This is an optimization exercise on Yosys and OpenROAD, whose aim is small area, a short achievable clock period and few clock cycles per item, not a production implementation.
Function was checked by simulation only, so behaviour that the tests miss may differ from the original.
Power and IR drop assume default switching activity.

==> flow/design.v <==
module se_list_unit (
    input             clk,
    input             rst,
    input             start,
    input      [4:0]  cfg_m,
    output            idle,
    input             in_valid,
    output            in_ready,
    input      [31:0] in_score,
    input      [63:0] in_id,
    input             in_last,
    output            out_valid,
    input             out_ready,
    output     [31:0] out_key,
    output     [63:0] out_id,
    output            out_last,
    output            rec_valid,
    output     [4:0]  rec_count,
    output     [31:0] rec_scored,
    output     [31:0] rec_nan,
    output     [31:0] rec_dup,
    output     [31:0] rec_tail,
    output     [31:0] rec_max_key,
    output     [31:0] rec_edge_key,
    output     [31:0] rec_edge_ties
);
    localparam M = 8;
    integer i;
    reg         idle_r, in_ready_r, out_valid_r, out_last_r, rec_valid_r;
    reg         flush;       
    reg         start_q;
    reg  [4:0]  cfg_q;
    reg  [M-1:0] mark;       
    reg  [M-1:0] vld;        
    reg  [3:0]  cnt;
    reg  [31:0] keys [0:M-1];
    reg  [63:0] ids  [0:M-1];
    reg  [31:0] scored, nan_cnt, dup_cnt, tail_cnt, max_key, edge_key, edge_ties;
    reg         a_v, a_last, a_nan;
    reg  [31:0] a_key;
    reg  [63:0] a_id;
    wire        s_nan = (in_score[30:23] == 8'hFF) && (in_score[22:0] != 23'd0);
    wire        s_mz  = (in_score == 32'h8000_0000);
    wire [31:0] s_key = in_score[31] ? (s_mz ? 32'h8000_0000 : ~in_score)
                                     : (in_score | 32'h8000_0000);
    always @(posedge clk) begin
        a_v     <= in_valid && in_ready_r && !rst;
        a_last  <= in_last;
        a_nan   <= s_nan;
        a_key   <= s_key;
        a_id    <= in_id;
        start_q <= start && idle_r && !rst;
        cfg_q   <= cfg_m;
    end
    reg         b_v, b_last, b_nan;
    reg  [31:0] b_key;
    reg  [63:0] b_id;
    reg  [M-1:0] b_gt;       
    reg  [M-1:0] b_eq;       
    function automatic [1:0] cmp(input [31:0] ka, input [63:0] ia,
                                 input [31:0] kb, input [63:0] ib);
        reg [127:0] g, e;
        reg         ideq;
        integer l, n;
        begin
            g = {32'd0, ka & ~kb, ib & ~ia};
            e = {{32{1'b1}}, ~(ka ^ kb), ~(ib ^ ia)};
            ideq = 1'b0;
            for (l = 64; l >= 1; l = l / 2) begin
                for (n = 0; n < l; n = n + 1) begin
                    g[n] = g[2*n+1] | (e[2*n+1] & g[2*n]);
                    e[n] = e[2*n+1] & e[2*n];
                end
                if (l == 2) ideq = e[0];
            end
            cmp = {g[0], ideq};
        end
    endfunction
    reg  [M-1:0] x_gt, x_eq;
    always @* begin
        for (i = 0; i < M; i = i + 1) begin
            {x_gt[i], x_eq[i]} = cmp(a_key, a_id, keys[i], ids[i]);
        end
    end
    wire y_gt, y_eq;
    assign {y_gt, y_eq} = cmp(a_key, a_id, b_key, b_id);
    wire [M-1:0] above  = ~mark & (~vld | b_gt);   
    wire [M-1:0] id_hit = vld & b_eq;
    reg  [M-1:0] hit_ge;                           
    always @* begin
        hit_ge[M-1] = id_hit[M-1];
        for (i = M - 2; i >= 0; i = i - 1)
            hit_ge[i] = hit_ge[i+1] | id_hit[i];
    end
    wire is_dup    = |id_hit;
    wire dup_upd   = |(id_hit & b_gt);
    wire full      = vld[M-1];
    wire [M-1:0] above_p = {above[M-2:0], 1'b0};    
    wire b_ok    = b_v && !b_nan;
    wire do_new  = b_ok && !is_dup;
    wire ins_new = do_new && (!full || above[M-1]);
    wire do_ins  = ins_new || (b_ok && dup_upd);
    wire to_tail = do_new && full;
    wire grow    = do_new && !full;
    wire [M-1:0] ins_here = {M{do_ins}} & above & ~above_p;
    wire [M-1:0] shift    = {M{do_ins}} & above_p & ({M{!is_dup}} | hit_ge);
    wire readout = out_valid_r && out_ready;
    wire move_up = readout || flush;
    wire        low_is_c = ins_here[M-1];
    wire        low_chg  = ins_here[M-1] | shift[M-1];
    wire        fills    = grow && (vld[M-2] || mark[M-2]);
    wire [31:0] nlow     = low_is_c ? b_key : keys[M-2];
    wire        c_eq_low = (b_key == keys[M-1]);
    wire        nlow_eq  = low_is_c ? c_eq_low : (keys[M-2] == keys[M-1]);
    always @(posedge clk) begin
        b_v    <= a_v && !rst;
        b_last <= a_last;
        b_nan  <= a_nan;
        b_key  <= a_key;
        b_id   <= a_id;
        for (i = 0; i < M; i = i + 1) begin
            if (ins_here[i]) begin
                b_gt[i] <= y_gt;
                b_eq[i] <= y_eq;
            end else if (shift[i] && i > 0) begin
                b_gt[i] <= x_gt[i-1];
                b_eq[i] <= x_eq[i-1];
            end else begin
                b_gt[i] <= x_gt[i];
                b_eq[i] <= x_eq[i];
            end
        end
    end
    wire fin = b_v && b_last;
    assign idle          = idle_r;
    assign in_ready      = in_ready_r;
    assign out_valid     = out_valid_r;
    assign out_last      = out_last_r;
    assign out_key       = keys[0];
    assign out_id        = ids[0];
    assign rec_valid     = rec_valid_r;
    assign rec_count     = {1'b0, cnt};
    assign rec_scored    = scored;
    assign rec_nan       = nan_cnt;
    assign rec_dup       = dup_cnt;
    assign rec_tail      = tail_cnt;
    assign rec_max_key   = max_key;
    assign rec_edge_key  = edge_key;
    assign rec_edge_ties = edge_ties;
    wire [M-1:0] nvld = grow ? (vld | ({vld[M-2:0] | mark[M-2:0], 1'b1} & ~mark)) : vld;
    always @(posedge clk) begin
        if (rst) begin
            idle_r      <= 1'b1;
            in_ready_r  <= 1'b0;
            out_valid_r <= 1'b0;
            out_last_r  <= 1'b0;
            rec_valid_r <= 1'b0;
            flush       <= 1'b0;
        end else begin
            if (start && idle_r) begin
                idle_r      <= 1'b0;
                in_ready_r  <= 1'b1;
                rec_valid_r <= 1'b0;
                out_valid_r <= 1'b0;
            end else begin
                if (in_valid && in_ready_r && in_last)
                    in_ready_r <= 1'b0;
                if (fin) begin
                    rec_valid_r <= 1'b1;
                    if (mark[0] && nvld != {M{1'b0}}) begin
                        flush <= 1'b1;
                    end else begin
                        out_valid_r <= nvld[0];
                        out_last_r  <= nvld[0] && !nvld[1];
                        idle_r      <= !nvld[0];
                    end
                end else if (move_up) begin
                    if (!mark[1]) begin
                        flush       <= 1'b0;
                        out_valid_r <= vld[1];
                        out_last_r  <= vld[1] && !vld[2];
                        idle_r      <= !vld[1];
                    end
                end
            end
        end
    end
    always @(posedge clk) begin
        if (start_q) begin
            vld  <= {M{1'b0}};
            cnt  <= 4'd0;
            for (i = 0; i < M; i = i + 1)
                mark[i] <= (i < M - {1'b0, cfg_q[2:0]}) && (cfg_q[2:0] != 3'd0);
        end else if (move_up) begin
            vld  <= {1'b0, vld[M-1:1]};
            mark <= {1'b0, mark[M-1:1]};
        end else begin
            vld <= nvld;
            if (grow) cnt <= cnt + 4'd1;
        end
        for (i = 0; i < M; i = i + 1) begin
            if (move_up) begin
                if (i < M - 1) begin
                    keys[i] <= keys[i+1];
                    ids[i]  <= ids[i+1];
                end
            end else if (ins_here[i]) begin
                keys[i] <= b_key;
                ids[i]  <= b_id;
            end else if (shift[i]) begin
                if (i > 0) begin
                    keys[i] <= keys[i-1];
                    ids[i]  <= ids[i-1];
                end
            end
        end
    end
    always @(posedge clk) begin
        if (start_q) begin
            scored    <= 32'd0;
            nan_cnt   <= 32'd0;
            dup_cnt   <= 32'd0;
            tail_cnt  <= 32'd0;
            max_key   <= 32'd0;
            edge_key  <= 32'd0;
            edge_ties <= 32'd0;
        end else begin
            if (b_v && b_nan && nan_cnt != 32'hFFFF_FFFF)
                nan_cnt <= nan_cnt + 32'd1;
            if (b_ok && is_dup)
                dup_cnt <= dup_cnt + 32'd1;
            if (do_new) begin
                scored <= scored + 32'd1;
                if (b_key > max_key)
                    max_key <= b_key;
            end
            if (to_tail)
                tail_cnt <= tail_cnt + 32'd1;
            if (fills || (full && do_ins && low_chg && !nlow_eq)) begin
                edge_key  <= nlow;
                edge_ties <= 32'd0;
            end else if (to_tail && (low_chg || c_eq_low)) begin
                edge_ties <= edge_ties + 32'd1;
            end
        end
    end
endmodule
Settings: LEC_CHECK=0, CAP_MARGIN=20, CORE_MARGIN=2, CORE_UTILIZATION=45, CTS_CLUSTER_DIAMETER=100, CTS_CLUSTER_SIZE=20, GPL_ROUTABILITY_DRIVEN=1, PLACE_DENSITY=0.55, SLEW_MARGIN=20; clock period 18.0 ns.
standard.sh (not shown) runs the stock make flow with config.mk's settings and CLKGATE_MAP_FILE= SYNTH_SCRIPT=/design/flow/synth_recipe.tcl, a recipe that flattens the netlist after the stock synthesis.
==> flow/flow/run.sh <==
#!/bin/bash
# Standard layout with two changes: port buffers are plain buffers instead of
# delay cells, and repair_timing aims for a setup margin so that the achieved
# period shrinks.
set -euo pipefail
bash standard.sh SETUP_SLACK_MARGIN=12.8 "BUFFER_PORTS_ARGS=-buffer_cell sky130_fd_sc_hd__buf_2"  finish > standard.log 2>&1
Testbench counts at the start, summed over its fixed seeds: cycles 49,615, offers 47,503.
Change:
--- a/flow/design.v
+++ b/flow/design.v
@@ -106,6 +106,7 @@
     wire [M-1:0] shift    = {M{do_ins}} & above_p & ({M{!is_dup}} | hit_ge);
     wire readout = out_valid_r && out_ready;
     wire move_up = readout || flush;
+    wire up_mode = out_valid_r || flush;    
     wire        low_is_c = ins_here[M-1];
     wire        low_chg  = ins_here[M-1] | shift[M-1];
     wire        fills    = grow && (vld[M-2] || mark[M-2]);
@@ -199,18 +200,16 @@
             if (grow) cnt <= cnt + 4'd1;
         end
         for (i = 0; i < M; i = i + 1) begin
-            if (move_up) begin
-                if (i < M - 1) begin
-                    keys[i] <= keys[i+1];
-                    ids[i]  <= ids[i+1];
-                end
-            end else if (ins_here[i]) begin
-                keys[i] <= b_key;
-                ids[i]  <= b_id;
-            end else if (shift[i]) begin
-                if (i > 0) begin
-                    keys[i] <= keys[i-1];
-                    ids[i]  <= ids[i-1];
+            if (move_up || ins_here[i] || shift[i]) begin
+                if (up_mode) begin
+                    keys[i] <= (i < M - 1) ? keys[(i + 1) % M] : keys[i];
+                    ids[i]  <= (i < M - 1) ? ids[(i + 1) % M]  : ids[i];
+                end else if (ins_here[i] || i == 0) begin
+                    keys[i] <= b_key;
+                    ids[i]  <= b_id;
+                end else begin
+                    keys[i] <= keys[(i + M - 1) % M];
+                    ids[i]  <= ids[(i + M - 1) % M];
                 end
             end
         end
Global-route usage went down by 1.2 points.
Clock power falls by about 2%.
Total power goes down by 1.2%.
Maximum frequency shrinks by 0.39%.
Clock skew went up by 0.0068 ns.
Design area went down by 1.0%.
Sequential share of layout area goes up by 0.42 points.
Clock-buffer cell count came out lower by 5.
Routed wire length came out lower by 4.4%.
Worst setup slack got worse by 0.020 ns.
Sequential power is about the same.
Testbench counts after the change, summed over its fixed seeds: cycles 49,615, offers 47,503.

## what the ideal ports hide
Ports are ideal in the flow. The routed layouts listed here were re-timed in OpenROAD.
Step 1 (the two cells are an assumption about what drives the block):
set clk [get_ports {clk}]
set_driving_cell -lib_cell sky130_fd_sc_hd__clkbuf_16 $clk
set_driving_cell -lib_cell sky130_fd_sc_hd__buf_2 [delete_from_list [all_inputs] $clk]
Step 2, shift: input delay + t, output delay - t, t = (earliest + latest rising clock arrival at the registers) / 2. This alone moves slack from input paths to output paths.
Three values: no drivers, after step 1, after step 2; two values: the first two.
run	t, ns	setup WS [ns]	worst setup path at the end
the first run	0.774	12.834 / 12.831 / 12.057	input to register
the second run	0.805	12.814 / 12.846 / 12.041	input to register
After both steps setup and hold are still met in every run listed. For the first run, which loses most, drivers alone change the setup slack by -0.003 ns; drivers and shift together by -0.777 ns.
